Context: an optimization exercise on an open-source flow, tuned for small area, a short achievable clock period and few clock cycles per item. The choices shown serve that exercise and are no tape-out recipe.
No functional check of the RTL was part of any run shown here.

`run.sh`:
```
#!/bin/bash
# synth_recipe.tcl (not shown) runs the flow's synth.tcl, then flattens the netlist and writes it again
# the make line also repeats each setting of config.mk as NAME=value (left out here)
make -C /OpenROAD-flow-scripts/flow DESIGN_CONFIG=/design/flow/config.mk WORK_HOME=/design/flow/orfs CLKGATE_MAP_FILE= SYNTH_SCRIPT=/design/flow/synth_recipe.tcl finish
```
`config.mk`:
```
export PLATFORM = sky130hd
export DESIGN_NAME = scr_engine
export DESIGN_NICKNAME = scr_engine
export VERILOG_FILES = /design/flow/design.v
export SDC_FILE = /design/flow/constraint.sdc
export NUM_CORES = 4
export LEC_CHECK = 0
export CAP_MARGIN = 20
export CORE_MARGIN = 2
export CORE_UTILIZATION = 60
export CTS_BUF_LIST = sky130_fd_sc_hd__clkbuf_16
export CTS_CLUSTER_DIAMETER = 60
export CTS_CLUSTER_SIZE = 24
export SLEW_MARGIN = 20
```
`constraint.sdc`:
```
create_clock -name core_clock -period 110.0 [get_ports {clk}]
set_input_delay 22.0000 -clock core_clock [delete_from_list [all_inputs] [get_ports {clk}]]
set_output_delay 22.0000 -clock core_clock [all_outputs]
set_load 0.01 [all_outputs]
```
`design.v`:
```
module scr_engine (
    input  wire        clk,
    input  wire        rst,
    input  wire        cfg_we,
    input  wire [3:0]  cfg_addr,
    input  wire [31:0] cfg_wdata,
    input  wire        in_valid,
    output reg         in_ready,
    input  wire [14:0] in_x,
    input  wire [17:0] in_y,
    input  wire [7:0]  in_value,
    input  wire [1:0]  in_tag,
    input  wire [1:0]  in_fmt,
    output reg         tone_re,
    output wire [10:0] tone_addr0,
    output wire [10:0] tone_addr1,
    input  wire [15:0] tone_rdata0,
    input  wire [15:0] tone_rdata1,
    output reg         tile_re,
    output reg  [17:0] tile_addr,
    input  wire [15:0] tile_rdata,
    output reg         out_valid,
    output reg  [3:0]  out_code,
    output reg  [11:0] out_tone,
    output reg  [7:0]  out_base,
    output reg  [7:0]  out_slope
);
    localparam R      = 3;                   
    localparam MAIN_N = (19 + R - 1) / R;    
    localparam PRE_N  = (8 + R - 1) / R;     
    localparam MW     = MAIN_N * R;
    localparam PW     = PRE_N * R;
    reg        q_we;                 
    reg [3:0]  q_addr;
    reg [31:0] q_wdata;
    reg        q_rst;                
    always @(posedge clk) begin
        q_rst   <= rst;
        q_we    <= cfg_we & ~rst;
        q_addr  <= cfg_addr;
        q_wdata <= cfg_wdata;
    end
    reg [7:0]  tile_tag;             
    reg        tone_bank;            
    reg [15:0] gain   [0:3];
    reg [15:0] offset [0:3];
    reg [7:0]  shift  [0:3];         
    reg [3:0]  sh_dirty;             
    reg [7:0]  hm1    [0:3];
    reg [7:0]  wm1    [0:3];
    reg [15:0] ph_y   [0:3];
    reg [15:0] ph_x   [0:3];
    reg [63:0] ps_map;
    wire       sh_wb;
    wire [1:0] sh_wb_k;
    wire [7:0] sh_wb_val;
    wire        w_ctrl = q_rst | (q_we & (q_addr == 4'd0));
    wire        w_ps0  = q_rst | (q_we & (q_addr == 4'd13));
    wire        w_ps1  = q_rst | (q_we & (q_addr == 4'd14));
    wire [3:0]  w_trim, w_geom, w_phase;
    genvar gk;
    generate
        for (gk = 0; gk < 4; gk = gk + 1) begin : wen
            assign w_trim[gk]  = q_rst | (q_we & (q_addr == 4'd1 + gk));
            assign w_geom[gk]  = q_rst | (q_we & (q_addr == 4'd5 + gk));
            assign w_phase[gk] = q_rst | (q_we & (q_addr == 4'd9 + gk));
        end
    endgenerate
    wire [31:0] d_ctrl  = q_rst ? 32'h0000_E400 : q_wdata;
    wire [31:0] d_trim  = q_rst ? 32'h1000_0000 : q_wdata;
    wire [31:0] d_geom  = q_rst ? 32'h0000_FFFF : q_wdata;
    wire [31:0] d_phase = q_rst ? 32'h0000_0000 : q_wdata;
    wire [31:0] d_ps0   = q_rst ? 32'h7654_3210 : q_wdata;
    wire [31:0] d_ps1   = q_rst ? 32'hFEDC_BA98 : q_wdata;
    integer r;
    always @(posedge clk) begin
        if (w_ctrl) begin
            tile_tag  <= d_ctrl[15:8];
            tone_bank <= d_ctrl[4];
        end
        if (w_ps0) ps_map[31:0]  <= d_ps0;
        if (w_ps1) ps_map[63:32] <= d_ps1;
        for (r = 0; r < 4; r = r + 1) begin
            if (w_trim[r]) begin
                gain[r]   <= d_trim[31:16];
                offset[r] <= d_trim[15:0];
            end
            if (w_geom[r]) begin
                hm1[r] <= d_geom[15:8];
                wm1[r] <= d_geom[7:0];
            end
            if (w_phase[r]) begin
                ph_y[r] <= d_phase[31:16];
                ph_x[r] <= d_phase[15:0];
            end
            if (w_geom[r]) begin
                shift[r]    <= d_geom[23:16];
                sh_dirty[r] <= ~q_rst;
            end else if (sh_wb && sh_wb_k == r[1:0]) begin
                shift[r]    <= sh_wb_val;
                sh_dirty[r] <= 1'b0;
            end
        end
    end
    reg        a_v;
    reg [14:0] a_x;
    reg [17:0] a_y;
    reg [7:0]  a_val;
    reg [1:0]  a_tag;
    reg [1:0]  a_fmt;
    wire [15:0]        a_gain = gain[a_tag];
    wire [15:0]        a_off  = offset[a_tag];
    wire [23:0]        a_prod = a_val * a_gain;
    wire signed [25:0] a_sum  = $signed({2'b00, a_prod})
                              + $signed({{6{a_off[15]}}, a_off, 4'b1000});
    wire signed [21:0] a_us   = a_sum[25:4];
    wire [15:0]        a_u    = a_us[21] ? 16'h0000 :
                                (a_us > 22'sh00FF00) ? 16'hFF00 : a_us[15:0];
    reg  [3:0]  a_j;
    always @(*) begin
        case (a_fmt)
            2'd1:    a_j = a_val[0] ? 4'd15 : 4'd0;
            2'd2:    a_j = a_val[1:0] * 4'd5;
            default: a_j = a_val[3:0];
        endcase
    end
    wire        a_ps = (a_fmt != 2'd0);
    reg [17:0] hy;                   
    reg [15:0] hx;                   
    reg [3:0]  hv;                   
    wire [1:0] a_k    = tile_tag[2*a_tag +: 2];
    wire       a_line = (a_y == hy) && ({1'b0, a_x} == hx);
    wire       a_hit  = a_ps | (a_line & hv[a_k]);
    reg          e_fgm;              
    reg          e_fgp;              
    reg          e_bgm;              
    reg          e_bgp;              
    reg          e_pre;              
    reg [2:0]    e_cnt;
    reg [1:0]    e_k;
    reg [MW-1:0] e_yy;               
    reg [MW-1:0] e_as;               
    reg [7:0]    e_rem;              
    reg [7:0]    e_r;                
    wire [7:0]   e_ty, e_tx;         
    reg        b_v;
    reg        b_fg;                 
    reg        b_job;                
    reg        b_ps;
    reg [2:0]  b_bt;                 
    reg [2:0]  b_bt1;                
    reg [7:0]  b_i;
    reg [7:0]  b_i1;
    reg [7:0]  b_f;
    reg [1:0]  b_k;
    wire       b_pend = b_v & b_fg & ~b_job;     
    wire       a_go   = a_v & ~b_pend;
    wire       a_fg   = a_go & ~a_hit;           
    wire       a_take = a_go & ~a_ps;            
    wire fgm_done = e_fgm & (e_cnt == MAIN_N - 1);
    wire fgp_done = e_fgp & (e_cnt == PRE_N - 1);
    wire fg_free  = (~e_fgm | fgm_done) & (~e_fgp | fgp_done);
    wire fg_want  = a_fg | b_pend;
    wire ld_fgm_a = a_fg & fg_free & ~sh_dirty[a_k];
    wire ld_fgm_b = b_pend & fg_free & (~sh_dirty[b_k] | fgp_done);
    wire ld_fgp_b = b_pend & fg_free & sh_dirty[b_k] & ~fgp_done;
    wire       q_geom   = q_we & (q_addr >= 4'd5) & (q_addr <= 4'd8);
    wire       bgm_keep = e_bgm & ~fg_want & ~q_we & ~q_rst;
    wire       bgp_keep = e_bgp & ~fg_want & ~q_geom & ~q_rst;
    wire       bgm_done = bgm_keep & (e_cnt == MAIN_N - 1);
    wire       bgp_done = bgp_keep & (e_cnt == PRE_N - 1);
    wire       e_free   = fg_free & ~fg_want & ~q_rst &
                          (~bgm_keep | bgm_done) & (~bgp_keep | bgp_done);
    wire [3:0] want;
    genvar gw;
    generate
        for (gw = 0; gw < 4; gw = gw + 1) begin : wnt
            assign want[gw] = ~hv[gw] & ((tile_tag[1:0] == gw) | (tile_tag[3:2] == gw) |
                                         (tile_tag[5:4] == gw) | (tile_tag[7:6] == gw));
        end
    endgenerate
    wire [3:0] e_k1    = 4'd1 << e_k;
    wire [3:0] want_x  = want & ~sh_dirty & ~(bgm_done ? e_k1 : 4'd0);
    wire [3:0] dirty_x = sh_dirty & ~((bgp_done | fgp_done) ? e_k1 : 4'd0);
    wire       st_bgm  = e_free & ~q_we & (|want_x) & (|hv);
    wire       st_bgp  = e_free & ~q_geom & ~st_bgm & (|dirty_x);
    wire [1:0] k_m     = want_x[0] ? 2'd0 : want_x[1] ? 2'd1 : want_x[2] ? 2'd2 : 2'd3;
    wire [1:0] k_p     = dirty_x[0] ? 2'd0 : dirty_x[1] ? 2'd1 : dirty_x[2] ? 2'd2 : 2'd3;
    wire       e_load  = ld_fgm_a | ld_fgm_b | ld_fgp_b | st_bgm | st_bgp;
    wire [15:0] hx_inc = hx + 16'd1;
    wire [15:0] hx_d   = a_take ? (a_line ? hx_inc : {1'b0, a_x} + 16'd1) : hx;
    wire [1:0]  l_k  = ld_fgm_a ? a_k : (ld_fgm_b | ld_fgp_b) ? b_k : st_bgm ? k_m : k_p;
    wire [17:0] l_y  = ld_fgm_a ? a_y : hy;
    wire [15:0] l_x  = ld_fgm_a ? {1'b0, a_x} : ld_fgm_b ? hx - 16'd1 : hx_d;
    wire [18:0] l_yy = l_y + ph_y[l_k];
    wire [16:0] l_as = l_x + ph_x[l_k];
    always @(posedge clk) begin
        if (rst)           a_v <= 1'b0;
        else if (in_ready) a_v <= in_valid;
        else if (a_go)     a_v <= 1'b0;
        if (in_ready) begin
            a_x   <= in_x;
            a_y   <= in_y;
            a_val <= in_value;
            a_tag <= in_tag;
            a_fmt <= in_fmt;
        end
    end
    always @(posedge clk) begin
        if (rst) begin
            b_v   <= 1'b0;
            b_job <= 1'b0;
        end else if (!b_pend) begin
            b_v   <= a_v;
            b_job <= ld_fgm_a;
        end else begin
            b_job <= ld_fgm_b;
        end
        if (!b_pend) begin
            b_fg     <= ~a_hit;
            b_ps     <= a_ps;
            b_bt     <= {tone_bank, a_tag};
            b_i      <= a_u[15:8];
            b_i1     <= a_u[15:8] + 8'd1;
            b_f      <= a_ps ? {4'd0, ps_map[4*a_j +: 4]} : a_u[7:0];
            b_k      <= a_k;
            tone_re  <= a_v & ~a_ps;
        end
        if (!b_pend && a_v && !a_ps)
            b_bt1    <= {tone_bank, a_tag};
    end
    assign tone_addr0 = {b_bt, b_i};
    assign tone_addr1 = {b_bt1, b_i1};
    wire a_v_n   = in_ready | (a_v & ~a_go);
    wire b_pend_n = b_pend ? ~ld_fgm_b : (a_fg & ~ld_fgm_a);
    always @(posedge clk) begin
        in_ready <= rst | ~(a_v_n & b_pend_n);
    end
    always @(posedge clk) begin
        if (q_rst || q_we) begin
            hv <= 4'd0;
        end else begin
            if (a_take && !a_line) begin
                hy <= a_y;
                hv <= 4'd1 << a_k;
            end else if (a_take) begin
                hv[a_k] <= 1'b1;
            end
            if (bgm_done) hv[e_k] <= 1'b1;
        end
        hx <= hx_d;
    end
    wire [8:0]  e_th  = {1'b0, hm1[e_k]} + 9'd1;
    wire [8:0]  e_tw  = {1'b0, wm1[e_k]} + 9'd1;
    wire [9:0]  e_tw2 = {e_tw, 1'b0};
    wire [7:0]  e_sh  = shift[e_k];
    wire [PW-1:0] e_shp = {{(PW-8){1'b0}}, e_sh};
    wire [7:0] rem_c [0:R];
    wire [7:0] r_c   [0:R];
    assign rem_c[0] = e_rem;
    assign r_c[0]   = e_r;
    genvar g;
    generate
        for (g = 0; g < R; g = g + 1) begin : row
            wire       ybit = e_pre ? 1'b0 : e_yy[MW-1-g];
            wire [8:0] t    = {rem_c[g], ybit};
            wire       qb   = (t >= e_th) & ~e_pre;
            wire [8:0] tn   = qb ? (t - e_th) : t;
            assign rem_c[g+1] = tn[7:0];
            wire       abit = e_pre ? e_shp[PW-1-R*e_cnt-g] : e_as[MW-1-g];
            wire [9:0] v    = {1'b0, r_c[g], abit} + (qb ? {2'b00, e_sh} : 10'd0);
            wire [9:0] vn   = (v >= e_tw2) ? (v - e_tw2) :
                              (v >= {1'b0, e_tw}) ? (v - {1'b0, e_tw}) : v;
            assign r_c[g+1] = vn[7:0];
        end
    endgenerate
    assign e_ty      = rem_c[R];
    assign e_tx      = r_c[R];
    assign sh_wb     = fgp_done | bgp_done;
    assign sh_wb_k   = e_k;
    assign sh_wb_val = r_c[R];
    always @(posedge clk) begin
        if (rst) begin
            e_fgm <= 1'b0;
            e_fgp <= 1'b0;
            e_bgm <= 1'b0;
            e_bgp <= 1'b0;
        end else if (e_load) begin
            e_fgm <= ld_fgm_a | ld_fgm_b;
            e_fgp <= ld_fgp_b;
            e_bgm <= st_bgm;
            e_bgp <= st_bgp;
        end else begin
            e_fgm <= e_fgm & ~fgm_done;
            e_fgp <= e_fgp & ~fgp_done;
            e_bgm <= bgm_keep & ~bgm_done;
            e_bgp <= bgp_keep & ~bgp_done;
        end
        if (e_load) begin
            e_pre <= ld_fgp_b | st_bgp;
            e_cnt <= 3'd0;
            e_k   <= l_k;
            e_yy  <= {{(MW-19){1'b0}}, l_yy};
            e_as  <= {{(MW-17){1'b0}}, l_as};
            e_rem <= 8'd0;
            e_r   <= 8'd0;
        end else if (e_pre) begin
            e_cnt <= e_cnt + 3'd1;
            e_r   <= r_c[R];
        end else begin
            e_cnt <= e_cnt + 3'd1;
            e_yy  <= e_yy << R;
            e_as  <= e_as << R;
            e_rem <= rem_c[R];
            e_r   <= r_c[R];
        end
    end
    reg        p1_v, p1_fg, p1_ps;
    reg [1:0]  p1_k;
    reg [7:0]  p1_f;
    reg        p2_v, p2_fg, p2_ps;
    reg [1:0]  p2_k;
    reg [7:0]  p2_f;
    reg [11:0] p2_e0, p2_e1;
    always @(posedge clk) begin
        if (rst) begin
            p1_v <= 1'b0;
            p2_v <= 1'b0;
        end else begin
            p1_v <= b_v & ~b_pend;
            p2_v <= p1_v;
        end
        p1_fg <= b_fg;
        p1_ps <= b_ps;
        p1_k  <= b_k;
        p1_f  <= b_f;
        p2_fg <= p1_fg;
        p2_ps <= p1_ps;
        p2_k  <= p1_k;
        p2_f  <= p1_f;
        p2_e0 <= tone_rdata0[11:0];
        p2_e1 <= tone_rdata1[11:0];
    end
    wire signed [12:0] p2_diff = $signed({1'b0, p2_e1}) - $signed({1'b0, p2_e0});
    wire signed [21:0] p2_prod = p2_diff * $signed({1'b0, p2_f}) + 22'sd128;
    wire signed [13:0] p2_step = p2_prod[21:8];
    wire [11:0]        p2_T    = p2_ps ? {8'd0, p2_f[3:0]} : p2_e0 + p2_step[11:0];
    reg [3:6]  pv, pfg, pps;
    reg [1:0]  pk  [3:6];
    reg [11:0] pT  [3:6];
    integer s;
    always @(posedge clk) begin
        if (rst) begin
            pv[3] <= 1'b0; pv[4] <= 1'b0; pv[5] <= 1'b0; pv[6] <= 1'b0;
        end else begin
            pv[3] <= p2_v; pv[4] <= pv[3]; pv[5] <= pv[4]; pv[6] <= pv[5];
        end
        pfg[3] <= p2_fg; pps[3] <= p2_ps; pk[3] <= p2_k; pT[3] <= p2_T;
        for (s = 4; s <= 6; s = s + 1) begin
            pfg[s] <= pfg[s-1]; pps[s] <= pps[s-1]; pk[s] <= pk[s-1]; pT[s] <= pT[s-1];
        end
    end
    reg [7:0]  cty [0:3];
    reg [7:0]  ctx [0:3];
    wire       t_v    = pv[6];
    wire       t_take = t_v & ~pps[6];
    wire       t_fg   = pfg[6];
    wire [1:0] t_k    = pk[6];
    integer j;
    always @(posedge clk) begin
        for (j = 0; j < 4; j = j + 1) begin
            if (t_take && t_fg && t_k == j[1:0]) begin
                cty[j] <= e_ty;
                ctx[j] <= (e_tx == wm1[j]) ? 8'd0 : e_tx + 8'd1;
            end else if (bgm_done && e_k == j[1:0]) begin
                cty[j] <= e_ty;
                ctx[j] <= e_tx;
            end else if (t_take) begin
                ctx[j] <= (ctx[j] == wm1[j]) ? 8'd0 : ctx[j] + 8'd1;
            end
        end
    end
    reg        p7_v, p7_ps;
    reg [11:0] p7_T;
    reg        p8_v, p8_ps;
    reg [11:0] p8_T;
    always @(posedge clk) begin
        if (rst) begin
            p7_v <= 1'b0;
            p8_v <= 1'b0;
        end else begin
            p7_v <= t_v;
            p8_v <= p7_v;
        end
        tile_re   <= t_take;
        tile_addr <= {t_k, t_fg ? e_ty : cty[t_k], t_fg ? e_tx : ctx[t_k]};
        p7_ps <= pps[6];
        p7_T  <= pT[6];
        p8_ps <= p7_ps;
        p8_T  <= p7_T;
    end
    reg        p9_v, p9_ps;
    reg [11:0] p9_T;
    reg [7:0]  p9_B, p9_S;
    always @(posedge clk) begin
        if (rst) p9_v <= 1'b0;
        else     p9_v <= p8_v;
        p9_ps <= p8_ps;
        p9_T  <= p8_T;
        p9_B  <= tile_rdata[15:8];
        p9_S  <= tile_rdata[7:0];
    end
    wire signed [13:0] p9_d    = $signed({2'b00, p9_T}) - $signed({2'b00, p9_B, 4'b0000});
    wire [20:0]        p9_rmp  = p9_d[11:0] * p9_S + 21'd128;
    wire [12:0]        p9_c    = p9_rmp[20:8];
    wire [3:0]         p9_code = (p9_d <= 14'sd0) ? 4'd0
                               : (p9_c > 13'd15) ? 4'd15 : p9_c[3:0];
    always @(posedge clk) begin
        if (rst) out_valid <= 1'b0;
        else     out_valid <= p9_v;
        out_code  <= p9_ps ? p9_T[3:0] : p9_code;
        out_tone  <= p9_ps ? 12'd0 : p9_T;
        out_base  <= p9_ps ? 8'd0 : p9_B;
        out_slope <= p9_ps ? 8'd0 : p9_S;
    end
endmodule
```
==> impl_metrics.yaml, run 1 <==
clock_network:
  clock_sinks: 949
  worstSkewPairLatency_ns: 0.66
  cts.htree.levels: 3
  root_buffer: "clkbuf_16"
  ctsResizeCount: 0
  tritoncts: "yes"
  cts_buffers: 77
  postCtsSetupRepairBufs: 0
  clk_pin_slew_ns: 0.08
  ctsHoldBuffers: 0
  cts_buffer_depth: 3
final_layout:
  final_common_cell: "edfxtp_1"
  fin_nets: 5792
  final_cell_mix: "630 x edfxtp_1, 435 x inv_1, 417 x nand2_1, 340 x ha_1, 325 x nor2_1"
  areaGrowthSynthToFinish_pct: 11.0
  stdcell_count: 6386
  n_fill_cell: 7031
  layout-drive-gt1-share_pct: 8.64
floorplan:
  dieArea_um2: 95400
  die_width_um: 309
  initial_core_util_pct: 60.7
  die_h_um: 309
  core_region_area_um2: 91900
  ios: 209
  rows: 111
synthesis:
  yosys.area_share.xor_xnor_pct: 5.74
  synthSimpleGateAreaFrac_pct: 12.7
  synth-main-ff-cell: "edfxtp_1"
  synthAdderAreaFrac_pct: 16.3
  synth_edf_count: 630
  ys_types: 102
  synthMuxAreaShare_pct: 6.42
  avgSynthCellArea_um2: 11.3
  synth_compound_area_share_pct: 9.30
  syn_nets: 5630
  yosysWarningCount: 12
  syn_area_um2: 55800
  synthArstFlopShare_pct: 0
  seq_area_frac_synth_pct: 45.4
  synth-seq-cells: 949
  synth_top_family_by_area: "adder cells"
  synthCells: 4917
grt:
  grt_max_degree: 87
  antenna_found_initial: 8
  overflow: 0
  grt_util_all_layers_pct: 27.9
  grt_pass1_vias: 36600
  grt_first_pass_wirelength_mm: 205
critical_path:
  start_kind: "flop"
  cp.required_ns: 88.00
  critPathMaxStageDelay_ns: 0.61
  worstPathArrival_ns: 1.78
  path_class: "reg2out"
  crit_fanout: 3
  cpMaxStageDelayCell: "clkdlybuf4s50_1"
  critPathCaptureType: "output port"
  crit_family: "buffers and inverters"
  path_buf_inv: 1
  crit_chain: "clkdlybuf4s50_1"
detailed_routing:
  viasPerCell: 5.78
  top_layer_used: "met4"
  drt_first_pass_iters: 7
  dr.first_iter.drc_count: 3165
  wl_met3_mm: 8.87
  vias: 36900
  dr_wl_met2_mm: 62.2
  ant_nets: 0
  wl_per_cell_um: 20.5
  drc: 0
  wl_met1_mm: 56.0
  routed_wirelength_mm: 131
sta:
  worst_slack_ns: 86.22
  rsz0062_at_grt: "no"
  skew_ns: 0.0346
  worstMarginPinSlew_ns: 1.11
  setup-tns-final_ns: 0
  period_share_pct: 21.6
  hold_viol: 0
  finalSetupViolCount: 0
  final_max_slew_viol_count: 0
  relSlewSlack_pct: 25.7
  fmax_mhz: 42.1
  timing.hold.ws_ns: 0.318
  period_minus_slack_ns: 23.78
run_status:
  outcome: "no timing/DRC/antenna violations"
worst_hold_path:
  min_path_type: "reg2reg"
place:
  dp.cells: 6241
  dp_slack_ns: 86.67
  routabilityCongestion: 0.921
  portBuffers: 200
  dp_hpwl_mm: 97.1
flow_run:
  drv_cap: 0
-- synth_stat cells, types with 30 or more instances --
| master | instances | area (um2) |
|---|---|---|
| edfxtp_1 | 630 | 18900 |
| inv_1 | 433 | 1630 |
| nand2_1 | 417 | 1570 |
| ha_1 | 340 | 4250 |
| nor2_1 | 325 | 1220 |
| dfxtp_1 | 319 | 6390 |
| a21oi_1 | 241 | 1210 |
| fa_1 | 240 | 4800 |
| and2_1 | 196 | 1230 |
| xnor2_1 | 181 | 1590 |
| xor2_1 | 173 | 1520 |
| clkbuf_1 | 140 | 526 |
| nor2b_1 | 136 | 851 |
| o21ai_0 | 126 | 631 |
| mux4_2 | 125 | 2820 |
| a21o_1 | 70 | 526 |
| nor3_1 | 59 | 295 |
| nand3_1 | 57 | 285 |
| or2_2 | 53 | 332 |
| o21bai_1 | 49 | 368 |
| mux2i_1 | 44 | 440 |
| nand2b_1 | 42 | 263 |
| o21a_1 | 37 | 278 |
| nor4_1 | 31 | 194 |
| o22ai_1 | 30 | 188 |
-- registers in the layout (all words and copies together), names as in the netlist, 48 cells and up --
register	flops
gain	64
offset	64
pT	48
ph_x	64
ph_y	64
ps_map	64
-- routing by layer --
metal	track usage (%)	vias to the layer above
met4	7.48	0
met1	38.7	18000
met2	46.4	1200
met3	3.80	193
met5	0	-
li1	-	17500
-- final cells by class --
type / count / area [um2] / share of cell area, %
Multi-Input combinational cell: 3357 / 28200 / 45.5
Sequential cell: 949 / 25300 / 40.9
Timing Repair Buffer: 256 / 2450 / 3.95
Clock buffer: 79 / 1980 / 3.19
Inverter: 438 / 1640 / 2.65
Tap cell: 1243 / 1560 / 2.51
Clock inverter: 62 / 812 / 1.31
Antenna cell: 2 / 5.00 / 0.00808
-- per-stage QoR --
stage          util, %  area, um2
2_1_floorplan        -      55800
3_3_place_gp      64.3      59100
3_5_place_dp      64.3      59100
4_1_cts           67.3      61900
5_1_grt           67.4      61900
6_report          67.4      62000
-- logic make-up (layout without fill, tap and decap cells) --
family / count (synthesis) / after routing
and+or+nand+nor: 1429 / 1429
muxes: 197 / 197
xor gates and xnor gates: 358 / 358
other: 0 / 2
AOI/OAI and AO/OA: 789 / 789
DFF: 949 / 949
buffers and inverters: 611 / 835
adders and majority gates: 584 / 584
-- worst paths after layout --
check,from,to,slack [ns],depth (start not counted)
hold / removal,pT[5][0],pT[6][0],0.32,0
hold reg to reg,pT[5][0],pT[6][0],0.32,0
setup / recovery,in_ready,in_ready,86.22,1
setup reg to reg,e_k[1],ctx[1][6],91.28,66
==> run 2: changes to the inputs <==
--- a/design.v
+++ b/design.v
@@ -26,7 +26,7 @@
     output reg  [7:0]  out_slope
 );
     localparam R      = 3;                   
-    localparam MAIN_N = (19 + R - 1) / R;    
+    localparam MAIN_N = (18 + R - 1) / R;    
     localparam PRE_N  = (8 + R - 1) / R;     
     localparam MW     = MAIN_N * R;
     localparam PW     = PRE_N * R;
@@ -164,9 +164,11 @@
     wire ld_fgm_a = a_fg & fg_free & ~sh_dirty[a_k];
     wire ld_fgm_b = b_pend & fg_free & (~sh_dirty[b_k] | fgp_done);
     wire ld_fgp_b = b_pend & fg_free & sh_dirty[b_k] & ~fgp_done;
-    wire       q_geom   = q_we & (q_addr >= 4'd5) & (q_addr <= 4'd8);
+    wire ld_fgp_a = a_fg & fg_free & sh_dirty[a_k];
+    wire [3:0] q_a5     = q_addr - 4'd5;
+    wire       q_geom_k = q_we & (q_addr >= 4'd5) & (q_addr <= 4'd8) & (q_a5[1:0] == e_k);
     wire       bgm_keep = e_bgm & ~fg_want & ~q_we & ~q_rst;
-    wire       bgp_keep = e_bgp & ~fg_want & ~q_geom & ~q_rst;
+    wire       bgp_keep = e_bgp & ~fg_want & ~q_geom_k & ~q_rst;
     wire       bgm_done = bgm_keep & (e_cnt == MAIN_N - 1);
     wire       bgp_done = bgp_keep & (e_cnt == PRE_N - 1);
     wire       e_free   = fg_free & ~fg_want & ~q_rst &
@@ -183,22 +185,24 @@
     wire [3:0] want_x  = want & ~sh_dirty & ~(bgm_done ? e_k1 : 4'd0);
     wire [3:0] dirty_x = sh_dirty & ~((bgp_done | fgp_done) ? e_k1 : 4'd0);
     wire       st_bgm  = e_free & ~q_we & (|want_x) & (|hv);
-    wire       st_bgp  = e_free & ~q_geom & ~st_bgm & (|dirty_x);
+    wire       st_bgp  = e_free & ~st_bgm & (|dirty_x);
     wire [1:0] k_m     = want_x[0] ? 2'd0 : want_x[1] ? 2'd1 : want_x[2] ? 2'd2 : 2'd3;
     wire [1:0] k_p     = dirty_x[0] ? 2'd0 : dirty_x[1] ? 2'd1 : dirty_x[2] ? 2'd2 : 2'd3;
-    wire       e_load  = ld_fgm_a | ld_fgm_b | ld_fgp_b | st_bgm | st_bgp;
-    wire [15:0] hx_inc = hx + 16'd1;
-    wire [15:0] hx_d   = a_take ? (a_line ? hx_inc : {1'b0, a_x} + 16'd1) : hx;
-    wire [1:0]  l_k  = ld_fgm_a ? a_k : (ld_fgm_b | ld_fgp_b) ? b_k : st_bgm ? k_m : k_p;
+    wire       e_load  = ld_fgm_a | ld_fgp_a | ld_fgm_b | ld_fgp_b | st_bgm | st_bgp;
+    wire [15:0] hx_d   = a_take ? {1'b0, a_x} + 16'd1 : hx;
+    wire [1:0]  l_k  = (ld_fgm_a | ld_fgp_a) ? a_k : (ld_fgm_b | ld_fgp_b) ? b_k : st_bgm ? k_m : k_p;
     wire [17:0] l_y  = ld_fgm_a ? a_y : hy;
     wire [15:0] l_x  = ld_fgm_a ? {1'b0, a_x} : ld_fgm_b ? hx - 16'd1 : hx_d;
     wire [18:0] l_yy = l_y + ph_y[l_k];
     wire [16:0] l_as = l_x + ph_x[l_k];
+    wire        l_th1 = (hm1[l_k] == 8'd0);
+    wire        l_pre = ld_fgp_a | ld_fgp_b | st_bgp;
+    wire a_free = ~a_v | ~b_pend;
     always @(posedge clk) begin
         if (rst)           a_v <= 1'b0;
         else if (in_ready) a_v <= in_valid;
         else if (a_go)     a_v <= 1'b0;
-        if (in_ready) begin
+        if (a_free) begin
             a_x   <= in_x;
             a_y   <= in_y;
             a_val <= in_value;
@@ -287,7 +291,7 @@
             e_bgp <= 1'b0;
         end else if (e_load) begin
             e_fgm <= ld_fgm_a | ld_fgm_b;
-            e_fgp <= ld_fgp_b;
+            e_fgp <= ld_fgp_a | ld_fgp_b;
             e_bgm <= st_bgm;
             e_bgp <= st_bgp;
         end else begin
@@ -297,13 +301,13 @@
             e_bgp <= bgp_keep & ~bgp_done;
         end
         if (e_load) begin
-            e_pre <= ld_fgp_b | st_bgp;
+            e_pre <= l_pre;
             e_cnt <= 3'd0;
             e_k   <= l_k;
-            e_yy  <= {{(MW-19){1'b0}}, l_yy};
+            e_yy  <= {{(MW-18){1'b0}}, l_yy[17:0]};
             e_as  <= {{(MW-17){1'b0}}, l_as};
-            e_rem <= 8'd0;
-            e_r   <= 8'd0;
+            e_rem <= {7'd0, l_yy[18] & ~l_th1};
+            e_r   <= (l_yy[18] & l_th1 & ~l_pre) ? shift[l_k] : 8'd0;
         end else if (e_pre) begin
             e_cnt <= e_cnt + 3'd1;
             e_r   <= r_c[R];
@@ -344,28 +348,29 @@
     wire signed [12:0] p2_diff = $signed({1'b0, p2_e1}) - $signed({1'b0, p2_e0});
     wire signed [21:0] p2_prod = p2_diff * $signed({1'b0, p2_f}) + 22'sd128;
     wire signed [13:0] p2_step = p2_prod[21:8];
-    wire [11:0]        p2_T    = p2_ps ? {8'd0, p2_f[3:0]} : p2_e0 + p2_step[11:0];
-    reg [3:6]  pv, pfg, pps;
-    reg [1:0]  pk  [3:6];
-    reg [11:0] pT  [3:6];
+    wire [11:0]        p2_Ti   = p2_e0 + p2_step[11:0];
+    wire [11:0]        p2_T    = {p2_Ti[11:4], p2_ps ? p2_f[3:0] : p2_Ti[3:0]};
+    reg [3:5]  pv, pfg, pps;
+    reg [1:0]  pk  [3:5];
+    reg [11:0] pT  [3:5];
     integer s;
     always @(posedge clk) begin
         if (rst) begin
-            pv[3] <= 1'b0; pv[4] <= 1'b0; pv[5] <= 1'b0; pv[6] <= 1'b0;
+            pv[3] <= 1'b0; pv[4] <= 1'b0; pv[5] <= 1'b0;
         end else begin
-            pv[3] <= p2_v; pv[4] <= pv[3]; pv[5] <= pv[4]; pv[6] <= pv[5];
+            pv[3] <= p2_v; pv[4] <= pv[3]; pv[5] <= pv[4];
         end
         pfg[3] <= p2_fg; pps[3] <= p2_ps; pk[3] <= p2_k; pT[3] <= p2_T;
-        for (s = 4; s <= 6; s = s + 1) begin
+        for (s = 4; s <= 5; s = s + 1) begin
             pfg[s] <= pfg[s-1]; pps[s] <= pps[s-1]; pk[s] <= pk[s-1]; pT[s] <= pT[s-1];
         end
     end
     reg [7:0]  cty [0:3];
     reg [7:0]  ctx [0:3];
-    wire       t_v    = pv[6];
-    wire       t_take = t_v & ~pps[6];
-    wire       t_fg   = pfg[6];
-    wire [1:0] t_k    = pk[6];
+    wire       t_v    = pv[5];
+    wire       t_take = t_v & ~pps[5];
+    wire       t_fg   = pfg[5];
+    wire [1:0] t_k    = pk[5];
     integer j;
     always @(posedge clk) begin
         for (j = 0; j < 4; j = j + 1) begin
@@ -394,8 +399,8 @@
         end
         tile_re   <= t_take;
         tile_addr <= {t_k, t_fg ? e_ty : cty[t_k], t_fg ? e_tx : ctx[t_k]};
-        p7_ps <= pps[6];
-        p7_T  <= pT[6];
+        p7_ps <= pps[5];
+        p7_T  <= pT[5];
         p8_ps <= p7_ps;
         p8_T  <= p7_T;
     end
==> flow/run.sh (new file) <==
#!/bin/bash
# The standard layout (standard.sh, all steps), except that the buffers
# placed on the input and output ports are buf_2 cells instead of the slow
# delay buffer buffer_ports picks by default. Each port still gets its own
# buffer; the clock, constraints and everything else are unchanged.
set -e
export BUFFER_PORTS_ARGS="-buffer_cell sky130_fd_sc_hd__buf_2"
bash standard.sh > standard.log 2>&1
==> standard.sh (new file) <==
#!/bin/bash
# synth_recipe.tcl (not shown) runs the flow's synth.tcl, then flattens the netlist and writes it again
# the make line also repeats each setting of config.mk as NAME=value (left out here)
make -C /OpenROAD-flow-scripts/flow DESIGN_CONFIG=/design/flow/config.mk WORK_HOME=/design/flow/orfs CLKGATE_MAP_FILE= SYNTH_SCRIPT=/design/flow/synth_recipe.tcl "${@:-finish}"
--- a/config.mk
+++ b/config.mk
@@ -5,10 +5,11 @@
 export SDC_FILE = /design/flow/constraint.sdc
 export NUM_CORES = 4
 export LEC_CHECK = 0
+export ABC_AREA = 1
 export CAP_MARGIN = 20
 export CORE_MARGIN = 2
 export CORE_UTILIZATION = 60
 export CTS_BUF_LIST = sky130_fd_sc_hd__clkbuf_16
-export CTS_CLUSTER_DIAMETER = 60
-export CTS_CLUSTER_SIZE = 24
+export CTS_CLUSTER_DIAMETER = 90
+export CTS_CLUSTER_SIZE = 28
 export SLEW_MARGIN = 20
removed: run.sh
==> run 2 against run 1 <==
First-iteration DRC count rose by 15%. Routed wire length is 8.9% higher. Still clean. Sequential share of layout area up 1.2 points. Cell area decreased by 4.7%. Clock-buffer cell count shrank 32. Global-route usage grew 2.3 points. Die area is 1.2% lower. Largest cell class unchanged. Via count is 11% higher. Critical path depth is the same.
==> impl_metrics.yaml, run 2 <==
run_status:
  outcome: "no timing/DRC/antenna violations"
worst_hold_path:
  holdPathStages: 0
  hold_end: "p7_T[1]"
  min_path_type: "reg2reg"
  hp-start: "pT[5][1]"
final_layout:
  utilization_pct: 64.6
  diodes: 0
  final_cell_mix: "1232 x nand2_1, 920 x inv_1, 630 x edfxtp_1, 499 x nor2_1, 346 x ha_1"
  fin_nets: 6852
  layout-drive-gt1-share_pct: 7.78
  final_common_cell: "nand2_1"
  n_fill_cell: 7704
  multiInputGateArea_um2: 26200
  seqCellArea_um2: 24800
  stdcell_count: 7354
  areaGrowthSynthToFinish_pct: 7.07
clock_network:
  worstSkewPairLatency_ns: 0.69
  tritoncts: "yes"
  clk_pin_slew_ns: 0.11
  postCtsSetupRepairBufs: 0
  cts.htree.levels: 2
  clock_sinks: 926
  ctsResizeCount: 0
  root_buffer: "clkbuf_16"
  cts_buffers: 46
  cts_buffer_depth: 3
  ctsHoldBuffers: 0
detailed_routing:
  drt_first_pass_iters: 7
  wl_per_cell_um: 19.3
  ant_nets: 0
  drc: 0
  dr.first_iter.drc_count: 3652
  vias: 41100
  routed_wirelength_mm: 142
  viasPerCell: 5.58
synthesis:
  yosys-top-cells-area: "edfxtp_1 34%, dfxtp_1 11%, fa_1 8.7%"
  synth-main-ff-cell: "edfxtp_1"
  yosysWarningCount: 12
  synth_top_area_cell: "edfxtp_1"
  syn_area_um2: 55100
  ys_types: 73
  syn_nets: 6701
  yosysMostFrequentCell: "nand2_1"
  avgSynthCellArea_um2: 9.22
  seq_area_frac_synth_pct: 45.1
  synthCells: 5982
  synthTopCellsByCount: "1233 x nand2_1, 907 x inv_1, 630 x edfxtp_1"
  synthArstFlopShare_pct: 0
  synth-seq-cells: 926
  synth_top_area_share_pct: 34.3
  synth_edf_count: 630
sta:
  finalSetupViolCount: 0
  rsz0062_at_grt: "no"
  period_minus_slack_ns: 23.42
  timing.hold.ws_ns: 0.333
  hold_viol: 0
  period_share_pct: 21.3
  setup-tns-final_ns: 0
  relSlewSlack_pct: 18.4
  final_max_slew_viol_count: 0
  fmax_mhz: 42.7
  skew_ns: 0.0498
  worstMarginPinSlew_ns: 1.21
floorplan:
  ios: 209
  die_h_um: 307
  core_region_area_um2: 91400
  rows: 111
  initial_core_util_pct: 60.3
  dieArea_um2: 94300
  die_width_um: 307
critical_path:
  path_class: "reg2out"
  critPathMaxStageDelay_ns: 0.54
  r2r_end: "ctx[0][4]"
  worstPathArrival_ns: 1.42
  crit_family: "flip-flops"
  r2r_start: "e_k[0]"
  cp.required_ns: 88.00
  critPathCaptureType: "output port"
  start_kind: "flop"
  cpMaxStageDelayCell: "edfxtp_1"
  reg2reg_depth: 81
  path_buf_inv: 1
  crit_fanout: 1
  crit_chain: "buf_2"
  r2r_slack_ns: 93.40
place:
  dp.cells: 7269
  dp_hpwl_mm: 106
  portBuffers: 200
  routabilityCongestion: 0.944
grt:
  overflow: 0
  grt_pass1_vias: 39500
  antenna_found_initial: 1
  grt_util_all_layers_pct: 30.1
  grt_first_pass_wirelength_mm: 220
  grt_max_degree: 66
flow_run:
  drv_cap: 0
[run 2: changes by cell type after synthesis, moves of 42 or more]
cell,previous run,this run
o21ai_0,126,352
nand2b_1,42,0
nor2b_1,136,0
inv_1,433,907
nand2_1,417,1233
mux4_2,125,0
mux2i_1,44,0
nor2_1,325,504
a21o_1,70,15
and2_1,196,12
xnor2_1,181,91
nand3_1,57,274
[run 2: cells by family (layout without fill, tap and decap cells)]
family                   after synthesis  after routing  synth area share [%]
AND/OR/NAND/NOR                     2264           2264                  17.5
buffers and inverters               1085           1271                  7.60
XOR/XNOR                             243            243                  3.89
AO/OA/AOI/OAI                        878            878                  9.38
adder cells (fa/ha/maj)              586            586                  16.6
flip-flops                           926            926                  45.1
[run 2: layer usage]
layer  track usage [%]  up-vias  part of all wire (%)
li1                  -    20000                     -
met1              41.4    19400                    43
met2              49.5     1447                    47
met3              3.80      252                   6.8
met4              10.7        0                   3.6
met5                 0        -                     0
[run 2: worst reg2reg max path: cells and delay by family, from the launching register on]
kind	cells	cell delay [ns]
and+or+nand+nor	36	5.20
AOI/OAI and AO/OA	19	4.26
adders and majority gates	10	3.23
xor gates and xnor gates	5	1.64
buffers and inverters	11	1.40
DFF	1	0.74
[run 2: final cells by class]
type	count	area share [%]
clock buffers	47	1.99
clock inverters	36	0.587
inverters	933	5.94
multi-input cells	3971	44.4
flip-flops and latches	926	42.1
well taps	1186	2.51
repair buffers	255	2.46
[run 2: how the worst max path moves through the flow]
stage	startpoint	endpoint	cells past startpoint
after floorplan	rst	b_job	2
after global placement	rst	a_v	3
after detailed placement	rst	a_v	3
after CTS	tone_re	tone_re	1
after global routing	tone_re	tone_re	1
final	tone_re	tone_re	1
[run 2: stage by stage]
step / setup slack (ns) / instance area [um2]
finish: 86.58 / 59000
global placement: 87.18 / 57400
floorplan: 87.56 / 55100
CTS: 86.56 / 59000
global route: 86.56 / 59000
detailed placement: 87.18 / 57400
==> run 3: changes to the inputs <==
--- a/config.mk
+++ b/config.mk
@@ -6,10 +6,10 @@
 export NUM_CORES = 4
 export LEC_CHECK = 0
 export ABC_AREA = 1
-export CAP_MARGIN = 20
+export CAP_MARGIN = 5
 export CORE_MARGIN = 2
 export CORE_UTILIZATION = 60
 export CTS_BUF_LIST = sky130_fd_sc_hd__clkbuf_16
 export CTS_CLUSTER_DIAMETER = 90
 export CTS_CLUSTER_SIZE = 28
-export SLEW_MARGIN = 20
+export SLEW_MARGIN = 5
==> run 3 against run 2 <==
Area after synthesis stayed put. Non-clock buffer count decreased by 2. Setup slack got worse by 0.0010 ns. Synthesized cell count did not move. Global-route usage did not move. Register-to-register slack about the same. Cell count hardly changed. Sequential share of layout area about the same. Critical path type unchanged.
==> impl_metrics.yaml, run 3 <==
run_status:
  outcome: "no timing/DRC/antenna violations"
sta:
  rsz0062_at_grt: "no"
  fmax_mhz: 42.7
  timing.hold.ws_ns: 0.333
  setup-tns-final_ns: 0
  final_max_slew_viol_count: 0
  finalSetupViolCount: 0
  worstMarginPinSlew_ns: 1.17
  skew_ns: 0.0463
  period_minus_slack_ns: 23.42
  hold_viol: 0
  relSlewSlack_pct: 21.4
  period_share_pct: 21.3
place:
  portBuffers: 200
  routabilityCongestion: 0.944
  dp_hpwl_mm: 106
critical_path:
  crit_chain: "buf_2"
  cp-endpoint: "tone_re"
  reg2reg_depth: 81
  critPathMaxStageDelay_ns: 0.54
  r2r_slack_ns: 93.39
  r2r_start: "e_k[0]"
  worstPathArrival_ns: 1.42
  crit_family: "flip-flops"
  critPathCaptureType: "output port"
  worstSetupStartpoint: "tone_re"
  crit_fanout: 1
  path_buf_inv: 1
  cp.depth: 1
  cpMaxStageDelayCell: "edfxtp_1"
  cp.required_ns: 88.00
  path_class: "reg2out"
  r2r_end: "ctx[0][4]"
  start_kind: "flop"
detailed_routing:
  wl_per_cell_um: 19.3
  viasPerCell: 5.58
  drt_first_pass_iters: 6
  routed_wirelength_mm: 142
  vias: 41000
  drc: 0
  ant_nets: 0
  dr.first_iter.drc_count: 3549
final_layout:
  n_fill_cell: 7716
  final_common_cell: "nand2_1"
  areaGrowthSynthToFinish_pct: 6.96
  fin_nets: 6850
  layout-drive-gt1-share_pct: 7.72
  final_cell_mix: "1232 x nand2_1, 920 x inv_1, 630 x edfxtp_1, 499 x nor2_1, 346 x ha_1"
synthesis:
  yosys-top-cells-area: "edfxtp_1 34%, dfxtp_1 11%, fa_1 8.7%"
  seq_area_frac_synth_pct: 45.1
  synthMuxAreaShare_pct: 0
  synth-seq-cells: 926
  yosysMostFrequentCell: "nand2_1"
  synth_top_family_by_area: "simple AND/OR/NAND/NOR gates"
  synth_edf_count: 630
  yosysWarningCount: 12
  synthCells: 5982
  synth_compound_area_share_pct: 9.38
  avgSynthCellArea_um2: 9.22
  synthAdderAreaFrac_pct: 16.6
  ys_types: 73
  syn_nets: 6701
  synth-main-ff-cell: "edfxtp_1"
  synthArstFlopShare_pct: 0
  yosys.area_share.xor_xnor_pct: 3.89
  syn_area_um2: 55100
  synth_top_area_share_pct: 34.3
  synthTopCellsByCount: "1233 x nand2_1, 907 x inv_1, 630 x edfxtp_1"
  synthSimpleGateAreaFrac_pct: 17.5
  synth_top_area_cell: "edfxtp_1"
grt:
  antenna_found_initial: 1
  grt_first_pass_wirelength_mm: 220
  grt_util_all_layers_pct: 30.1
  grt_pass1_vias: 39500
  overflow: 0
  grt_max_degree: 66
clock_network:
  ctsHoldBuffers: 0
  ctsResizeCount: 0
  clk_pin_slew_ns: 0.11
  cts.htree.levels: 2
  worstSkewPairLatency_ns: 0.69
  cts_buffers: 46
  root_buffer: "clkbuf_16"
  tritoncts: "yes"
  postCtsSetupRepairBufs: 0
  clock_sinks: 926
  cts_buffer_depth: 3
floorplan:
  die_h_um: 307
  core_region_area_um2: 91400
  initial_core_util_pct: 60.3
  dieArea_um2: 94300
  die_width_um: 307
  rows: 111
  ios: 209
worst_hold_path:
  hp-start: "pT[5][1]"
  min_path_type: "reg2reg"
flow_run:
  drv_cap: 0
-- run 3: worst min path at each step --
stage                         end  slack, ns  cells after the start
after floorplan           p2_f[0]       0.31                      0
after global placement    p7_T[7]       0.31                      0
after detailed placement  p2_f[1]       0.31                      0
after CTS                 p9_T[1]       0.33                      0
after global routing       pfg[4]       0.34                      0
final                     p7_T[1]       0.33                      0
-- run 3: layer usage --
metal	share of wire, %	wire length (um)	global-route usage, %	vias to the layer above
li1	-	-	-	20000
met1	43	61000	41.4	19400
met2	47	66200	49.5	1404
met3	6.8	9640	3.80	250
met4	3.6	5120	10.7	0
met5	0	0	0	-
-- run 3: kinds of logic (layout without fill, tap and decap cells) --
family | after synthesis | after routing
flops | 926 | 926
xor+xnor | 243 | 243
compound gates | 878 | 878
fa+ha+maj | 586 | 586
buf+inv | 1085 | 1269
simple gates | 2264 | 2264
other cells | 0 | 1
-- run 3: final cells by class --
cell class | instances | area, um2 | share of cell area, %
antenna | 1 | 2.50 | 0.00424
clock buffer | 47 | 1180 | 1.99
clock inverter | 36 | 347 | 0.588
inverter | 933 | 3510 | 5.95
multi-input combinational | 3971 | 26200 | 44.4
sequential | 926 | 24800 | 42.1
tap | 1186 | 1480 | 2.52
timing repair buffer | 253 | 1400 | 2.37
-- run 3: metrics by stage --
stage	area (um2)	util (%)	setup WS [ns]	std cells
floorplan	55100	-	87.56	5982
global placement	57400	62.9	87.18	7269
detailed placement	57400	62.9	87.18	7269
CTS	59000	64.5	86.56	7352
global route	59000	64.5	86.56	7352
finish	59000	64.5	86.58	7353
==> run 4: changes to the inputs <==
--- a/config.mk
+++ b/config.mk
@@ -6,10 +6,10 @@
 export NUM_CORES = 4
 export LEC_CHECK = 0
 export ABC_AREA = 1
-export CAP_MARGIN = 5
+export CAP_MARGIN = 20
 export CORE_MARGIN = 2
-export CORE_UTILIZATION = 60
+export CORE_UTILIZATION = 70
 export CTS_BUF_LIST = sky130_fd_sc_hd__clkbuf_16
 export CTS_CLUSTER_DIAMETER = 90
 export CTS_CLUSTER_SIZE = 28
-export SLEW_MARGIN = 5
+export SLEW_MARGIN = 20
==> run 4 against run 3 <==
Critical path type unchanged. Die area decreased by 14%. Cell count decreased by 1.9%. Global-route usage increased by 3.7 points. Critical path depth unchanged. Clock-buffer cell count decreased by 1. Via count increased by 1.9%. Utilization increased by 11 points. Still clean. Area after synthesis unchanged. Highest routed layer is now met5. Maximum frequency increased by 0.46%.
==> impl_metrics.yaml, run 4 <==
run_status:
  outcome: "no timing/DRC/antenna violations"
clock_network:
  clk_pin_slew_ns: 0.11
  cts_buffers: 45
  postCtsSetupRepairBufs: 0
  ctsHoldBuffers: 0
  worstSkewPairLatency_ns: 0.66
  clock_sinks: 926
  cts_buffer_depth: 3
  ctsResizeCount: 0
  root_buffer: "clkbuf_16"
  tritoncts: "yes"
  cts.htree.levels: 2
synthesis:
  synthTopCellsByCount: "1233 x nand2_1, 907 x inv_1, 630 x edfxtp_1"
  seq_area_frac_synth_pct: 45.1
  syn_area_um2: 55100
  yosys-top-cells-area: "edfxtp_1 34%, dfxtp_1 11%, fa_1 8.7%"
  synthSimpleGateAreaFrac_pct: 17.5
  yosysWarningCount: 12
  synth-seq-cells: 926
  syn_nets: 6701
  synthCells: 5982
  ys_types: 73
  synth_top_area_share_pct: 34.3
  synth_compound_area_share_pct: 9.38
  yosys.area_share.xor_xnor_pct: 3.89
  avgSynthCellArea_um2: 9.22
  synth_top_area_cell: "edfxtp_1"
  synthArstFlopShare_pct: 0
  synthAdderAreaFrac_pct: 16.6
  yosysMostFrequentCell: "nand2_1"
  synth-main-ff-cell: "edfxtp_1"
  synth_edf_count: 630
  synthMuxAreaShare_pct: 0
  synth_top_family_by_area: "simple AND/OR/NAND/NOR gates"
final_layout:
  layout-drive-gt1-share_pct: 7.73
  utilization_pct: 75.6
  multiInputGateArea_um2: 26200
  areaGrowthSynthToFinish_pct: 6.58
  stdcell_count: 7210
  final_cell_mix: "1232 x nand2_1, 923 x inv_1, 630 x edfxtp_1, 498 x nor2_1, 346 x ha_1"
  seqCellArea_um2: 24800
  n_fill_cell: 5514
  fin_nets: 6853
  final_common_cell: "nand2_1"
detailed_routing:
  drc: 0
  drt_first_pass_iters: 12
  vias: 41800
  ant_nets: 0
  routed_wirelength_mm: 138
  wl_per_cell_um: 19.1
  dr.first_iter.drc_count: 4233
  viasPerCell: 5.80
grt:
  grt_first_pass_wirelength_mm: 214
  grt_pass1_vias: 40400
  overflow: 0
  antenna_found_initial: 4
  grt_max_degree: 69
  grt_util_all_layers_pct: 33.8
sta:
  finalSetupViolCount: 0
  rsz0062_at_grt: "no"
  hold_viol: 0
  period_share_pct: 21.2
  fmax_mhz: 42.9
  final_max_slew_viol_count: 0
  period_minus_slack_ns: 23.31
  setup-tns-final_ns: 0
  worstMarginPinSlew_ns: 1.21
  timing.hold.ws_ns: 0.325
  skew_ns: 0.0578
  relSlewSlack_pct: 18.8
critical_path:
  crit_chain: "buf_2"
  worstPathArrival_ns: 1.31
  path_buf_inv: 1
  path_class: "reg2out"
  cp.required_ns: 88.00
  critPathMaxStageDelay_ns: 0.48
  crit_fanout: 2
  crit_family: "flip-flops"
  critPathCaptureType: "output port"
  cpMaxStageDelayCell: "dfxtp_1"
  start_kind: "flop"
floorplan:
  core_region_area_um2: 77700
  dieArea_um2: 81000
  die_h_um: 285
  ios: 209
  initial_core_util_pct: 70.9
  die_width_um: 285
  rows: 102
place:
  portBuffers: 200
  routabilityCongestion: 1.00
  dp_hpwl_mm: 103
  dp.cells: 7127
flow_run:
  drv_cap: 0
worst_hold_path:
  min_path_type: "reg2reg"
[run 4: cell types whose count changed in the layout (fill, tap and decap cells not counted), moves of 2 or more]
cell / before / now
clkinv_4: 3 / 0
clkinv_8: 5 / 2
inv_1: 920 / 923
clkinv_16: 1 / 3
inv_16: 1 / 3
inv_2: 18 / 16
inv_12: 5 / 1
o21ai_4: 6 / 2
buf_4: 53 / 57
o21ai_2: 10 / 14
inv_6: 0 / 3
clkinv_2: 0 / 2
[run 4: layout make-up]
cell class	count	share of cell area (%)
clock inverter	36	0.583
tap	1040	2.21
sequential	926	42.3
clock buffer	46	1.96
multi-input combinational	3971	44.6
inverter	933	5.97
timing repair buffer	257	2.43
antenna	1	0.00426
[run 4: cell families after synthesis]
| family | after synthesis |
|---|---|
| flops | 926 |
| compound gates | 878 |
| xor+xnor | 243 |
| buf+inv | 1085 |
| fa+ha+maj | 586 |
| simple gates | 2264 |
[run 4: path summary, 6_finish.rpt]
| path | startpoint | end | slack, ns | depth (start not counted) |
|---|---|---|---|---|
| hold / removal | pT[5][1] | p7_T[1] | 0.32 | 0 |
| setup reg to reg | e_k[0] | ctx[2][4] | 93.56 | 81 |
| setup / recovery | in_ready | in_ready | 86.69 | 1 |
| hold reg to reg | pT[5][1] | p7_T[1] | 0.32 | 0 |
[run 4: metrics by stage]
step	area [um2]	worst slack, ns
3_3_place_gp	57300	87.29
2_1_floorplan	55100	87.56
4_1_cts	58700	86.70
5_1_grt	58800	86.69
3_5_place_dp	57300	87.29
6_report	58800	86.69
[run 4: layer usage]
metal | GRT usage (%) | up-vias | routed length, um
li1 | - | 20000 | -
met4 | 14.0 | 2 | 6330
met2 | 55.7 | 1913 | 64300
met3 | 4.53 | 356 | 12700
met1 | 45.4 | 19600 | 54200
met5 | 0 | - | 9
==> run 5: changes to the inputs <==
--- a/design.v
+++ b/design.v
@@ -228,8 +228,8 @@
             b_i1     <= a_u[15:8] + 8'd1;
             b_f      <= a_ps ? {4'd0, ps_map[4*a_j +: 4]} : a_u[7:0];
             b_k      <= a_k;
-            tone_re  <= a_v & ~a_ps;
         end
+        tone_re  <= b_pend | (a_v & ~a_ps);
         if (!b_pend && a_v && !a_ps)
             b_bt1    <= {tone_bank, a_tag};
     end
@@ -308,9 +308,6 @@
             e_as  <= {{(MW-17){1'b0}}, l_as};
             e_rem <= {7'd0, l_yy[18] & ~l_th1};
             e_r   <= (l_yy[18] & l_th1 & ~l_pre) ? shift[l_k] : 8'd0;
-        end else if (e_pre) begin
-            e_cnt <= e_cnt + 3'd1;
-            e_r   <= r_c[R];
         end else begin
             e_cnt <= e_cnt + 3'd1;
             e_yy  <= e_yy << R;
--- a/config.mk
+++ b/config.mk
@@ -8,7 +8,7 @@
 export ABC_AREA = 1
 export CAP_MARGIN = 20
 export CORE_MARGIN = 2
-export CORE_UTILIZATION = 70
+export CORE_UTILIZATION = 60
 export CTS_BUF_LIST = sky130_fd_sc_hd__clkbuf_16
 export CTS_CLUSTER_DIAMETER = 90
 export CTS_CLUSTER_SIZE = 28
==> run 5 against run 4 <==
Sequential share of layout area shrank 0.49 points. Global-route usage decreased by 3.9 points. Cell count is 2.5% higher. Register-to-register slack better by 0.41 ns. Still clean on timing, DRC and antenna. Utilization shrank 11 points. Clock-buffer cell count increased by 2. Setup slack lost 0.049 ns. Clock skew down 0.033 ns. Critical path type unchanged. Routed wire length increased by 1.3%. Cell area fell by 0.33%.
==> impl_metrics.yaml, run 5 <==
run_status:
  outcome: "no timing/DRC/antenna violations"
clock_network:
  clk_pin_slew_ns: 0.10
  postCtsSetupRepairBufs: 0
  cts_buffers: 45
  cts.htree.levels: 2
  worstSkewPairLatency_ns: 0.67
  root_buffer: "clkbuf_16"
  cts_buffer_depth: 3
  tritoncts: "yes"
  ctsResizeCount: 0
  clock_sinks: 926
  ctsHoldBuffers: 0
place:
  routabilityCongestion: 0.944
  portBuffers: 200
  dp.cells: 7307
  dp_hpwl_mm: 104
detailed_routing:
  ant_nets: 0
  drt_first_pass_iters: 6
  viasPerCell: 5.54
  routed_wirelength_mm: 139
  drc: 0
  vias: 40900
  dr.first_iter.drc_count: 3437
  wl_per_cell_um: 18.9
worst_hold_path:
  hp-start: "pT[4][5]"
  min_path_type: "reg2reg"
  holdPathStages: 0
  hold_end: "pT[5][5]"
synthesis:
  avgSynthCellArea_um2: 9.08
  synth_top_area_cell: "edfxtp_1"
  synthArstFlopShare_pct: 0
  yosysMostFrequentCell: "nand2_1"
  seq_area_frac_synth_pct: 44.7
  ys_types: 73
  synth-seq-cells: 926
  yosys-top-cells-area: "edfxtp_1 33%, dfxtp_1 12%, nand2_1 8.9%"
  syn_nets: 6742
  syn_area_um2: 54700
  yosysWarningCount: 12
  synth-main-ff-cell: "edfxtp_1"
  synth_top_area_share_pct: 32.6
  synthTopCellsByCount: "1295 x nand2_1, 914 x inv_1, 593 x edfxtp_1"
  synthCells: 6023
  synth_edf_count: 593
grt:
  overflow: 0
  grt_pass1_vias: 39300
  grt_util_all_layers_pct: 29.9
  antenna_found_initial: 0
  grt_first_pass_wirelength_mm: 217
  grt_max_degree: 67
critical_path:
  r2r_slack_ns: 93.97
  start_kind: "flop"
  path_class: "reg2out"
  crit_fanout: 2
  path_buf_inv: 1
  critPathCaptureType: "output port"
  crit_chain: "buf_2"
  r2r_end: "ctx[1][6]"
  crit_family: "flip-flops"
  reg2reg_depth: 85
  worstPathArrival_ns: 1.36
  critPathMaxStageDelay_ns: 0.50
  r2r_start: "e_k[0]"
  cp.required_ns: 88.00
  cpMaxStageDelayCell: "dfxtp_1"
final_layout:
  areaGrowthSynthToFinish_pct: 7.08
  seqCellArea_um2: 24500
  final_common_cell: "nand2_1"
  fin_nets: 6897
  stdcell_count: 7389
  final_cell_mix: "1294 x nand2_1, 932 x inv_1, 593 x edfxtp_1, 529 x nor2_1, 346 x ha_1"
  utilization_pct: 65.0
  layout-drive-gt1-share_pct: 7.58
  multiInputGateArea_um2: 26100
  n_fill_cell: 7629
sta:
  rsz0062_at_grt: "no"
  skew_ns: 0.0253
  worstMarginPinSlew_ns: 1.18
  fmax_mhz: 42.8
  relSlewSlack_pct: 21.4
  hold_viol: 0
  timing.hold.ws_ns: 0.325
  setup-tns-final_ns: 0
  period_share_pct: 21.2
  finalSetupViolCount: 0
  period_minus_slack_ns: 23.36
  final_max_slew_viol_count: 0
floorplan:
  dieArea_um2: 93600
  core_region_area_um2: 90100
  die_width_um: 306
  initial_core_util_pct: 60.7
  rows: 110
  ios: 209
  die_h_um: 306
flow_run:
  drv_cap: 0
run 5: worst max-delay path by stage:
stage | endpoint | slack [ns] | depth (start not counted) | start
floorplan | b_job | 87.56 | 2 | rst
global route | in_ready | 86.65 | 1 | in_ready
CTS | in_ready | 86.65 | 1 | in_ready
detailed placement | in_ready | 87.19 | 5 | rst
finish | in_ready | 86.64 | 1 | in_ready
global placement | in_ready | 87.19 | 5 | rst
run 5: cell families (layout without fill, tap and decap cells):
kind of cell	Yosys count	in the layout	share of synthesized area, %
adders and majority gates	586	586	16.7
other	0	2	0
xor gates and xnor gates	222	222	3.57
DFF	926	926	44.7
and+or+nand+nor	2344	2344	18.2
buffers and inverters	1092	1280	7.66
AOI/OAI and AO/OA	853	853	9.13
run 5: area by class of cell:
cell class / instances / share of cell area, %
tap: 1176 / 2.51
sequential: 926 / 41.8
antenna: 2 / 0.00855
multi-input combinational: 4005 / 44.6
inverter: 943 / 6.05
clock buffer: 48 / 2.05
timing repair buffer: 257 / 2.44
clock inverter: 32 / 0.547
run 5: layer usage:
metal,share of wire (%),global-route usage (%),routed length [um]
met1,43,40.9,60000
met2,47,50.0,65300
met3,6.7,3.26,9400
met4,3.3,9.98,4640
met5,0,0,0
run 5: stage by stage:
stage	setup WS (ns)	instance area (um2)
floorplan	87.56	54700
finish	86.64	58600
global placement	87.19	57000
global route	86.65	58600
CTS	86.65	58600
detailed placement	87.19	57000
==> run 6: changes to the inputs <==
--- a/design.v
+++ b/design.v
@@ -343,9 +343,9 @@
         p2_e1 <= tone_rdata1[11:0];
     end
     wire signed [12:0] p2_diff = $signed({1'b0, p2_e1}) - $signed({1'b0, p2_e0});
-    wire signed [21:0] p2_prod = p2_diff * $signed({1'b0, p2_f}) + 22'sd128;
-    wire signed [13:0] p2_step = p2_prod[21:8];
-    wire [11:0]        p2_Ti   = p2_e0 + p2_step[11:0];
+    wire signed [21:0] p2_acc  = p2_diff * $signed({1'b0, p2_f})
+                               + $signed({2'b00, p2_e0, 8'h80});
+    wire [11:0]        p2_Ti   = p2_acc[19:8];
     wire [11:0]        p2_T    = {p2_Ti[11:4], p2_ps ? p2_f[3:0] : p2_Ti[3:0]};
     reg [3:5]  pv, pfg, pps;
     reg [1:0]  pk  [3:5];
--- a/config.mk
+++ b/config.mk
@@ -8,7 +8,7 @@
 export ABC_AREA = 1
 export CAP_MARGIN = 20
 export CORE_MARGIN = 2
-export CORE_UTILIZATION = 60
+export CORE_UTILIZATION = 70
 export CTS_BUF_LIST = sky130_fd_sc_hd__clkbuf_16
 export CTS_CLUSTER_DIAMETER = 90
 export CTS_CLUSTER_SIZE = 28
==> run 6 against run 5 <==
Area after synthesis shrank 0.61%. Still clean. Utilization is 9.9 points higher. Maximum frequency grew 0.23%. Clock-buffer cell count down 5.
==> impl_metrics.yaml, run 6 <==
floorplan:
  rows: 102
  core_region_area_um2: 77200
  initial_core_util_pct: 70.4
  ios: 209
  dieArea_um2: 79900
  die_h_um: 283
  die_width_um: 283
critical_path:
  reg2reg_depth: 72
  r2r_slack_ns: 93.67
  cp.required_ns: 88.00
  start_kind: "flop"
  crit_fanout: 1
  path_class: "reg2out"
  critPathCaptureType: "output port"
  r2r_end: "ctx[1][4]"
  r2r_start: "e_k[0]"
  crit_chain: "buf_2"
detailed_routing:
  wl_per_cell_um: 18.9
  drc: 0
  viasPerCell: 5.82
  drt_first_pass_iters: 6
  ant_nets: 0
  vias: 41900
  dr.first_iter.drc_count: 3911
  routed_wirelength_mm: 136
run_status:
  outcome: "no timing/DRC/antenna violations"
synthesis:
  yosys-top-cells-area: "edfxtp_1 33%, dfxtp_1 12%, fa_1 9.2%"
  synthArstFlopShare_pct: 0
  syn_area_um2: 54400
  yosysWarningCount: 12
  synth_top_area_cell: "edfxtp_1"
  synth-main-ff-cell: "edfxtp_1"
  synth_edf_count: 593
  syn_nets: 6679
  yosysMostFrequentCell: "nand2_1"
  seq_area_frac_synth_pct: 45.0
  ys_types: 70
sta:
  relSlewSlack_pct: 22.2
  period_minus_slack_ns: 23.31
  period_share_pct: 21.2
  setup-tns-final_ns: 0
  finalSetupViolCount: 0
  hold_viol: 0
place:
  dp_hpwl_mm: 102
  portBuffers: 200
  dp.cells: 7117
clock_network:
  cts.htree.levels: 2
  ctsHoldBuffers: 0
  cts_buffers: 42
  clock_sinks: 926
  worstSkewPairLatency_ns: 0.64
  root_buffer: "clkbuf_16"
  postCtsSetupRepairBufs: 0
  tritoncts: "yes"
final_layout:
  fin_nets: 6829
  final_common_cell: "nand2_1"
  final_cell_mix: "1273 x nand2_1, 933 x inv_1, 593 x edfxtp_1, 527 x nor2_1, 332 x dfxtp_1"
  n_fill_cell: 5659
  stdcell_count: 7194
  layout-drive-gt1-share_pct: 7.18
grt:
  grt_max_degree: 61
  overflow: 0
  grt_pass1_vias: 40100
  grt_first_pass_wirelength_mm: 212
  grt_util_all_layers_pct: 34.2
  antenna_found_initial: 1
worst_hold_path:
  hold_end: "p7_T[0]"
  min_path_type: "reg2reg"
  hp-start: "pT[5][0]"
  holdPathStages: 0
## run 6: logic make-up (layout without fill, tap and decap cells)
kind of cell | Yosys count | after routing | share of synthesized area (%)
AO/OA/AOI/OAI | 845 | 845 | 9.13
XOR/XNOR | 211 | 211 | 3.44
adder cells (fa/ha/maj) | 574 | 574 | 16.7
buffers and inverters | 1088 | 1269 | 7.71
flip-flops | 926 | 926 | 45.0
multiplexers | 1 | 1 | 0.0184
other | 0 | 1 | 0
AND/OR/NAND/NOR | 2327 | 2327 | 18.0
## run 6: cell type report
class / instances / area [um2] / area share (%)
diodes: 1 / 2.50 / 0.00433
clock buffers: 43 / 1080 / 1.86
clock inverters: 32 / 229 / 0.396
inverters: 936 / 3520 / 6.09
multi-input cells: 3958 / 25800 / 44.6
flip-flops and latches: 926 / 24500 / 42.3
well taps: 1040 / 1300 / 2.25
repair buffers: 258 / 1440 / 2.48
## run 6: worst max path at each step
stage / from / to / slack (ns) / cells past startpoint
after floorplan: rst / b_job / 87.56 / 2
after global placement: rst / a_v / 87.20 / 3
after detailed placement: rst / a_v / 87.18 / 3
after CTS: b_bt1[2] / tone_addr1[10] / 86.68 / 1
after global routing: b_bt1[2] / tone_addr1[10] / 86.66 / 1
final: b_bt[2] / tone_addr0[10] / 86.69 / 1
## run 6: metal layers
metal	vias to the layer above	share of wire (%)	global-route usage [%]	wire length (um)
met5	-	0	0	0
met4	0	4.5	14.5	6090
met3	308	9.3	5.44	12700
met2	1927	47	56.4	64300
met1	19800	39	45.1	53300
li1	19800	-	-	-
## run 6: per-stage QoR
step                      instance area [um2]  setup WS, ns  hold WS, ns  util, %
final                                   57800         86.69        0.317     74.9
after global routing                    57800         86.66        0.324     74.9
after CTS                               57800         86.68        0.322     74.8
after detailed placement                56500         87.18        0.312     73.1
after global placement                  56500         87.20        0.310     73.1
after floorplan                         54400         87.56        0.310        -

port drivers added, routing unchanged:
The results above use ideal ports. As a check the final layouts listed here were re-extracted and re-timed, cells and wires unchanged. Step 1, drivers: a clkbuf_16 drives clk and a buf_2 each remaining input, both assumed. Step 2 also shifts input and output timing later by t, the mid clock arrival at the registers, as if the neighbouring blocks saw the same clock. Slacks: ideal ports / drivers / drivers and shift; pairs: ideal ports / drivers.
run	t (ns)	setup WS [ns]	hold slack, ns	latest minus earliest clock arrival (ns)
run 1	0.720	86.219 / 86.146 / 86.692	0.318 / 0.318 / 0.318	0.042 / 0.042
run 2	0.742	86.584 / 86.508 / 87.194	0.333 / 0.333 / 0.333	0.057 / 0.058
run 3	0.738	86.582 / 86.507 / 87.192	0.333 / 0.333 / 0.333	0.051 / 0.051
run 4	0.711	86.690 / 86.619 / 87.153	0.325 / 0.325 / 0.325	0.066 / 0.065
run 5	0.726	86.640 / 86.568 / 87.172	0.325 / 0.325 / 0.325	0.030 / 0.030
run 6	0.691	86.695 / 86.624 / 87.143	0.317 / 0.317 / 0.317	0.038 / 0.037
After both steps setup and hold are still met in every run listed.
